What follows belongs to an exercise in optimizing a design on an open flow for small area, a short achievable clock period and few clock cycles per item; a production flow would make more cautious choices.
In this exercise RTL edits were held to simulation tests only and were not proved equivalent to the original.

job 101:
## casub_flit_enc
module casub_flit_enc (
    input  wire        clk,
    input  wire        rst,         
    input  wire        in_valid,
    output wire        in_ready,
    input  wire [63:0] in_data,
    output wire        out_valid,
    input  wire        out_ready,
    output wire [63:0] out_data,
    output wire        out_last
);
For scale: ~2800 cells after synthesis, ~140 I/O pins.
export LEC_CHECK = 0
export CAP_MARGIN = 20
export CORE_MARGIN = 2
export CORE_UTILIZATION = 40
export PLACE_DENSITY = 0.6
export SLEW_MARGIN = 20
create_clock -name core_clock -period 10.0 [get_ports {clk}]
standard.sh (not shown) runs the stock make flow with config.mk's settings and CLKGATE_MAP_FILE= SYNTH_SCRIPT=/design/flow/synth_recipe.tcl, a recipe that flattens the netlist after the stock synthesis.
==> flow/flow/run.sh <==
#!/bin/bash
# The standard layout, except:
#  - synthesis is ORFS's synthesis script unchanged, but ABC maps with
#    flow/abc_map.script (area-oriented mapping with no up-sizing; the timing
#    repair later sizes the critical paths) and the 3-input XOR/XNOR cells are
#    added to DONT_USE_CELLS for this step. Registers are mapped by the same
#    dfflibmap pass, so their names and cell types match the standard synthesis.
set -euo pipefail
DU="sky130_fd_sc_hd__probe_p_8 sky130_fd_sc_hd__probec_p_8 sky130_fd_sc_hd__lpflow_bleeder_1 sky130_fd_sc_hd__lpflow_clkbufkapwr_1 sky130_fd_sc_hd__lpflow_clkbufkapwr_16 sky130_fd_sc_hd__lpflow_clkbufkapwr_2 sky130_fd_sc_hd__lpflow_clkbufkapwr_4 sky130_fd_sc_hd__lpflow_clkbufkapwr_8 sky130_fd_sc_hd__lpflow_clkinvkapwr_1 sky130_fd_sc_hd__lpflow_clkinvkapwr_16 sky130_fd_sc_hd__lpflow_clkinvkapwr_2 sky130_fd_sc_hd__lpflow_clkinvkapwr_4 sky130_fd_sc_hd__lpflow_clkinvkapwr_8 sky130_fd_sc_hd__lpflow_decapkapwr_12 sky130_fd_sc_hd__lpflow_decapkapwr_3 sky130_fd_sc_hd__lpflow_decapkapwr_4 sky130_fd_sc_hd__lpflow_decapkapwr_6 sky130_fd_sc_hd__lpflow_decapkapwr_8 sky130_fd_sc_hd__lpflow_inputiso0n_1 sky130_fd_sc_hd__lpflow_inputiso0p_1 sky130_fd_sc_hd__lpflow_inputiso1n_1 sky130_fd_sc_hd__lpflow_inputiso1p_1 sky130_fd_sc_hd__lpflow_inputisolatch_1 sky130_fd_sc_hd__lpflow_isobufsrc_1 sky130_fd_sc_hd__lpflow_isobufsrc_16 sky130_fd_sc_hd__lpflow_isobufsrc_2 sky130_fd_sc_hd__lpflow_isobufsrc_4 sky130_fd_sc_hd__lpflow_isobufsrc_8 sky130_fd_sc_hd__lpflow_isobufsrckapwr_16 sky130_fd_sc_hd__lpflow_lsbuf_lh_hl_isowell_tap_1 sky130_fd_sc_hd__lpflow_lsbuf_lh_hl_isowell_tap_2 sky130_fd_sc_hd__lpflow_lsbuf_lh_hl_isowell_tap_4 sky130_fd_sc_hd__lpflow_lsbuf_lh_isowell_4 sky130_fd_sc_hd__lpflow_lsbuf_lh_isowell_tap_1 sky130_fd_sc_hd__lpflow_lsbuf_lh_isowell_tap_2 sky130_fd_sc_hd__lpflow_lsbuf_lh_isowell_tap_4  sky130_fd_sc_hd__xor3_1 sky130_fd_sc_hd__xor3_2 sky130_fd_sc_hd__xor3_4 sky130_fd_sc_hd__xnor3_1 sky130_fd_sc_hd__xnor3_2 sky130_fd_sc_hd__xnor3_4"
cp -r "$FLOW_HOME/scripts" myscripts
cp flow/abc_map.script myscripts/abc_speed.script
bash standard.sh SCRIPTS_DIR="$PWD/myscripts" "DONT_USE_CELLS=$DU" synth > flow_synth.log 2>&1
bash standard.sh SETUP_SLACK_MARGIN=6.6 'BUFFER_PORTS_ARGS=-buffer_cell sky130_fd_sc_hd__buf_1' CTS_CLUSTER_SIZE=22 CTS_CLUSTER_DIAMETER=100 POST_GLOBAL_ROUTE_TCL=$PWD/flow/recover_area.tcl finish > flow_standard.log 2>&1
==> flow/flow/recover_area.tcl <==
puts "area recovery: start"
set_propagated_clock [all_clocks]
estimate_parasitics -global_routing
set ws0 [sta::worst_slack_cmd max]
puts "area recovery: worst slack [format %.4f [expr {$ws0 * 1e9}]] ns"
report_design_area
global_route -start_incremental
set db [ord::get_db]
set kept 0
set tried 0
foreach inst [[ord::get_db_block] getInsts] {
  set m [[$inst getMaster] getName]
  if {![regexp {^(sky130_fd_sc_hd__[a-z0-9]+)_([0-9]+)$} $m -> base sz]} continue
  if {$sz <= 1} continue
  if {[regexp {dfxtp|edfxtp|dfrtp|clkbuf|clkinv|tap|fill|decap|conb|dly} $base]} continue
  set name [$inst getName]
  if {[regexp {^(input|output|clkbuf|clkload)} $name]} continue
  set new ""
  foreach s {0 1 2 4 6 8} {
    if {$s >= $sz} break
    if {[$db findMaster "${base}_$s"] ne "NULL"} { set new "${base}_$s"; break }
  }
  if {$new eq ""} continue
  incr tried
  replace_cell $name $new
  if {[sta::worst_slack_cmd max] < $ws0} {
    replace_cell $name $m
  } else {
    incr kept
  }
}
puts "area recovery: down-sized $kept of $tried gates"
global_route -end_incremental
estimate_parasitics -global_routing
repair_design_helper
global_route -start_incremental
detailed_placement
global_route -end_incremental
estimate_parasitics -global_routing
puts "area recovery: worst slack [format %.4f [expr {[sta::worst_slack_cmd max] * 1e9}]] ns"
report_design_area
check_placement -verbose
write_guides $::env(RESULTS_DIR)/route.guide
Other scripts of this flow, unchanged in this note and not shown: flow/flow/abc_map.script
Job 101: it failed with a tool error in 5_1_grt, so there are no final results.
Testbench counts of job 101, summed over its fixed seeds: cycles 12,296, flits 384.
Changes in job 102 relative to job 101:
-- flow/flow/run.sh --
<<< job 101, line 11
cp flow/abc_map.script myscripts/abc_speed.script
bash standard.sh SCRIPTS_DIR="$PWD/myscripts" "DONT_USE_CELLS=$DU" synth > flow_synth.log 2>&1
bash standard.sh SETUP_SLACK_MARGIN=6.6 'BUFFER_PORTS_ARGS=-buffer_cell sky130_fd_sc_hd__buf_1' CTS_CLUSTER_SIZE=22 CTS_CLUSTER_DIAMETER=100 POST_GLOBAL_ROUTE_TCL=$PWD/flow/recover_area.tcl finish > flow_standard.log 2>&1
>>> job 102, line 11
cp flow/abc_map.script myscripts/abc_speed.script
bash standard.sh SCRIPTS_DIR="$PWD/myscripts" "DONT_USE_CELLS=$DU" synth > flow_synth.log 2>&1
bash standard.sh SETUP_SLACK_MARGIN=6.6 'BUFFER_PORTS_ARGS=-buffer_cell sky130_fd_sc_hd__buf_1' CTS_CLUSTER_SIZE=22 CTS_CLUSTER_DIAMETER=100 finish > flow_standard.log 2>&1
removed: flow/flow/recover_area.tcl
--- outcome ---
Job 102 was carried through to the last stage, and its layout satisfied the timing, design-rule and antenna checks. Job 102 -> job 101: post-synthesis average cell area delta 0, exact match. Cell area reported after detailed placement across job 102 and job 101: no real change. There was hardly any difference in post-synthesis share of cell area spent on xor and xnor gates between job 101 and job 102.

## the reference run
casub_flit_enc, a different RTL version from the one above (not shown whole).
Size: ~31000 µm² of cells after synthesis.
==> flow/config.mk <==
export PLATFORM = sky130hd
export DESIGN_NAME = casub_flit_enc
export DESIGN_NICKNAME = casub_flit_enc
export VERILOG_FILES = /design/flow/design.v
export SDC_FILE = /design/flow/constraint.sdc
export NUM_CORES = 4
export LEC_CHECK = 0
export CAP_MARGIN = 20
export CORE_MARGIN = 2
export CORE_UTILIZATION = 40
export PLACE_DENSITY = 0.6
export SLEW_MARGIN = 20
==> flow/constraint.sdc <==
create_clock -name core_clock -period 10.0 [get_ports {clk}]
set_input_delay 2.0000 -clock core_clock [delete_from_list [all_inputs] [get_ports {clk}]]
set_output_delay 2.0000 -clock core_clock [all_outputs]
set_load 0.01 [all_outputs]
==> flow/flow/run.sh <==
#!/bin/bash
set -euo pipefail
bash standard.sh SETUP_SLACK_MARGIN=6.8 finish > flow_standard.log 2>&1
The reference run finished end to end and its layout was clean on timing, DRC and antenna.
Testbench counts of the reference run, summed over its fixed seeds: cycles 12,296, flits 384.
Here is what was changed in the inputs of the trial run compared with the reference run.
==> flow/flow/run.sh <==
#!/bin/bash
# The standard layout, except:
#  - synthesis is ORFS's synthesis script unchanged but with the ABC mapping
#    script replaced by flow/abc_map.script (area-oriented mapping that keeps
#    the XOR networks of the RTL); registers are mapped by the same dfflibmap
#    pass, so names and cell types match the standard synthesis;
set -euo pipefail
MARGIN=6.4
cp -r "$FLOW_HOME/scripts" myscripts
cp flow/abc_map.script myscripts/abc_speed.script
cp flow/abc_map.script myscripts/abc_area.script
bash standard.sh SCRIPTS_DIR="$PWD/myscripts" synth > flow_synth.log 2>&1
bash standard.sh SETUP_SLACK_MARGIN=$MARGIN finish > flow_standard.log 2>&1
==> flow/flow/abc_map.script (new file) <==
strash
dch
map -a
topo
stime -c
Notes after the runs:
Min ratio of final minimum period to clock period across the reference run and the trial run: the reference run
Count of multi-input combinational gates up about 26% in the trial run wrt the reference run
In the metrics for the reference run and the trial run, the one carrying the higher routed wire length is the trial run.

Setup of job 6553:
casub_flit_enc again, from the RTL that the note above started with.
Settings: LEC_CHECK=0, CAP_MARGIN=20, CORE_MARGIN=2, CORE_UTILIZATION=40, PLACE_DENSITY=0.6, SLEW_MARGIN=20; clock period 10.0 ns.
==> flow/flow/run.sh <==
#!/bin/bash
set -euo pipefail
bash standard.sh SETUP_SLACK_MARGIN=6 finish > flow_standard.log 2>&1
Testbench counts of job 6553, summed over its fixed seeds: cycles 12,296, flits 384.
Inputs modified between job 6553 and job 6875:
==> flow/flow/run.sh <==
#!/bin/bash
# The standard layout, except:
#  - synthesis is ORFS's synthesis script unchanged but with the ABC mapping
#    script replaced by flow/abc_map.script (area-oriented mapping, then
#    buffering and sizing); registers are mapped by the same dfflibmap pass,
#    so their names and cell types match the standard synthesis;
set -euo pipefail
cp -r "$FLOW_HOME/scripts" myscripts
cp flow/abc_map.script myscripts/abc_speed.script
cp flow/abc_map.script myscripts/abc_area.script
bash standard.sh SCRIPTS_DIR="$PWD/myscripts" synth > flow_synth.log 2>&1
bash standard.sh SETUP_SLACK_MARGIN=6.4 'BUFFER_PORTS_ARGS=-buffer_cell sky130_fd_sc_hd__buf_1' finish > flow_standard.log 2>&1
==> flow/flow/abc_map.script (new file) <==
strash
dch -f
amap
buffer -c
topo
upsize -c
dnsize -c
[summary]
- NOTE: proportion of layout cells with a drive suffix above 1 in job 6875 exceeds that of job 6553
- Relative to job 6553, standard cell area after detailed placement has decreased by about 7% in job 6875.
- The uppermost metal layer occupied by signal nets comes out met5 in one run and met4 in the other, namely in job 6875 and job 6553 respectively.
- Relative to job 6553, job 6875 degrades final wirelength.
- Setup fix buffers added after clock tree synthesis on job 6875 is up relative to job 6553.
- When job 6875 is set beside job 6553, its aggregate global-route resource usage turns out to be 19 points larger.
Relative to job 6875, the following input files were edited for job 7947:
==> flow/flow/run.sh <==
#!/bin/bash
set -euo pipefail
bash standard.sh SETUP_SLACK_MARGIN=6.4 'BUFFER_PORTS_ARGS=-buffer_cell sky130_fd_sc_hd__buf_1' finish > flow_standard.log 2>&1
removed: flow/flow/abc_map.script
==> comparison <==
- Re number of well taps: job 6875 and job 7947 aren't equal, and the lower value belongs to job 6875.
- The lower clock buffer and inverter area fraction after layout of job 6875 and job 7947 is in job 6875.
- Job 7947 vs job 6875, inverter count went down by 552.
For job 239, these inputs were changed with respect to job 7947:
==> flow/flow/run.sh <==
#!/bin/bash
# The standard layout, except:
#  - synthesis is ORFS's synthesis script unchanged but with the ABC mapping
#    script replaced by flow/abc_map.script (area-oriented mapping that keeps
#    the XOR networks of the RTL); registers are mapped by the same dfflibmap
#    pass, so names and cell types match the standard synthesis;
set -euo pipefail
MARGIN=6.4
cp -r "$FLOW_HOME/scripts" myscripts
cp flow/abc_map.script myscripts/abc_speed.script
cp flow/abc_map.script myscripts/abc_area.script
bash standard.sh SCRIPTS_DIR="$PWD/myscripts" synth > flow_synth.log 2>&1
bash standard.sh SETUP_SLACK_MARGIN=$MARGIN finish > flow_standard.log 2>&1
==> flow/flow/abc_map.script (new file) <==
strash
dch -f
amap
[summary]
- [compare] base=job 7947 new=job 239: multi-input gate share of total cell area down 15 points, highest fanout seen on the critical path dropped 1, worst hold-check slack moved down, global-route wire length before repair grew by about 70%.
- Critical path capture point: out_q[62] -> job 7947, out_q[20] -> job 239
- A startpoint of the worst setup timing path of out_q[32] is what job 7947 shows, while out_q[7] belongs to job 239.
- As far as sequential cell count goes, job 239 and job 7947 are indistinguishable; the numbers are identical.
- Area added between synthesis and finish (higher): job 239
- Delta (job 239 minus job 7947): overall routing resource usage saw an increase.
- Relative to job 7947, synthesized cell area has decreased by 11% in job 239.
The following lists how job 1985 was set up differently from job 239:
==> flow/flow/run.sh <==
#!/bin/bash
set -euo pipefail
bash standard.sh SETUP_SLACK_MARGIN=6.4 'BUFFER_PORTS_ARGS=-buffer_cell sky130_fd_sc_hd__buf_1' 'CTS_BUF_LIST=sky130_fd_sc_hd__clkbuf_8' finish > flow_standard.log 2>&1
removed: flow/flow/abc_map.script
Changes observed in job 1985 relative to job 239: via density per instance decreased by 27% relative to the old numbers, number of clock-tree buffers in the layout saw an increase, layout overhead on the synthesized area fell by 60 points.
Final cell count without fillers: job 1985 < job 239
In the reports for job 239 and job 1985, the smaller post-DP HPWL belongs to job 1985.
Compared with job 239, job 1985 shows a floorplan die height that is 6.1% higher.
Between job 239 and job 1985, overall fraction of global-route tracks in use decreased.

==> what the ideal ports hide <==
No port has a modelled driver above. Below, the same layouts with a new extraction and two added sets of constraints. Step 1 assumes that a clkbuf_16 drives the clock port and a buf_2 every other input. Step 2, shift: input delay + t, output delay - t, t = (earliest + latest rising clock arrival at the registers) / 2. This alone moves slack from input paths to output paths. a / b / c = ideal ports / drivers / drivers and shift; a / b = the first two.
| run | t, ns | setup WS [ns] | worst hold slack (ns) | worst register clock-pin slew, ns |
|---|---|---|---|---|
| job 102 | 0.610 | 6.499 / 6.499 / 6.160 | 0.469 / 0.469 / 0.469 | 0.10 / 0.10 |
| the reference run | 0.635 | 6.644 / 6.578 / 6.238 | 0.472 / 0.472 / 0.472 | 0.06 / 0.06 |
| the trial run | 0.648 | 6.363 / 6.344 / 5.955 | 0.451 / 0.451 / 0.451 | 0.07 / 0.07 |
| job 6553 | 0.638 | 6.075 / 6.010 / 6.043 | 0.471 / 0.471 / 0.471 | 0.07 / 0.07 |
| job 6875 | 0.679 | 6.096 / 6.096 / 5.818 | 0.463 / 0.463 / 0.463 | 0.06 / 0.06 |
| job 7947 | 0.632 | 6.276 / 6.276 / 5.983 | 0.474 / 0.474 / 0.474 | 0.06 / 0.06 |
| job 239 | 0.696 | 6.038 / 6.038 / 5.750 | 0.466 / 0.466 / 0.466 | 0.07 / 0.07 |
| job 1985 | 0.734 | 6.288 / 6.288 / 5.860 | 0.475 / 0.475 / 0.475 | 0.07 / 0.07 |
After both steps every run listed still meets setup and hold. For job 1985, which loses most, drivers alone change the setup slack by 0.000 ns; drivers and shift together by -0.428 ns.
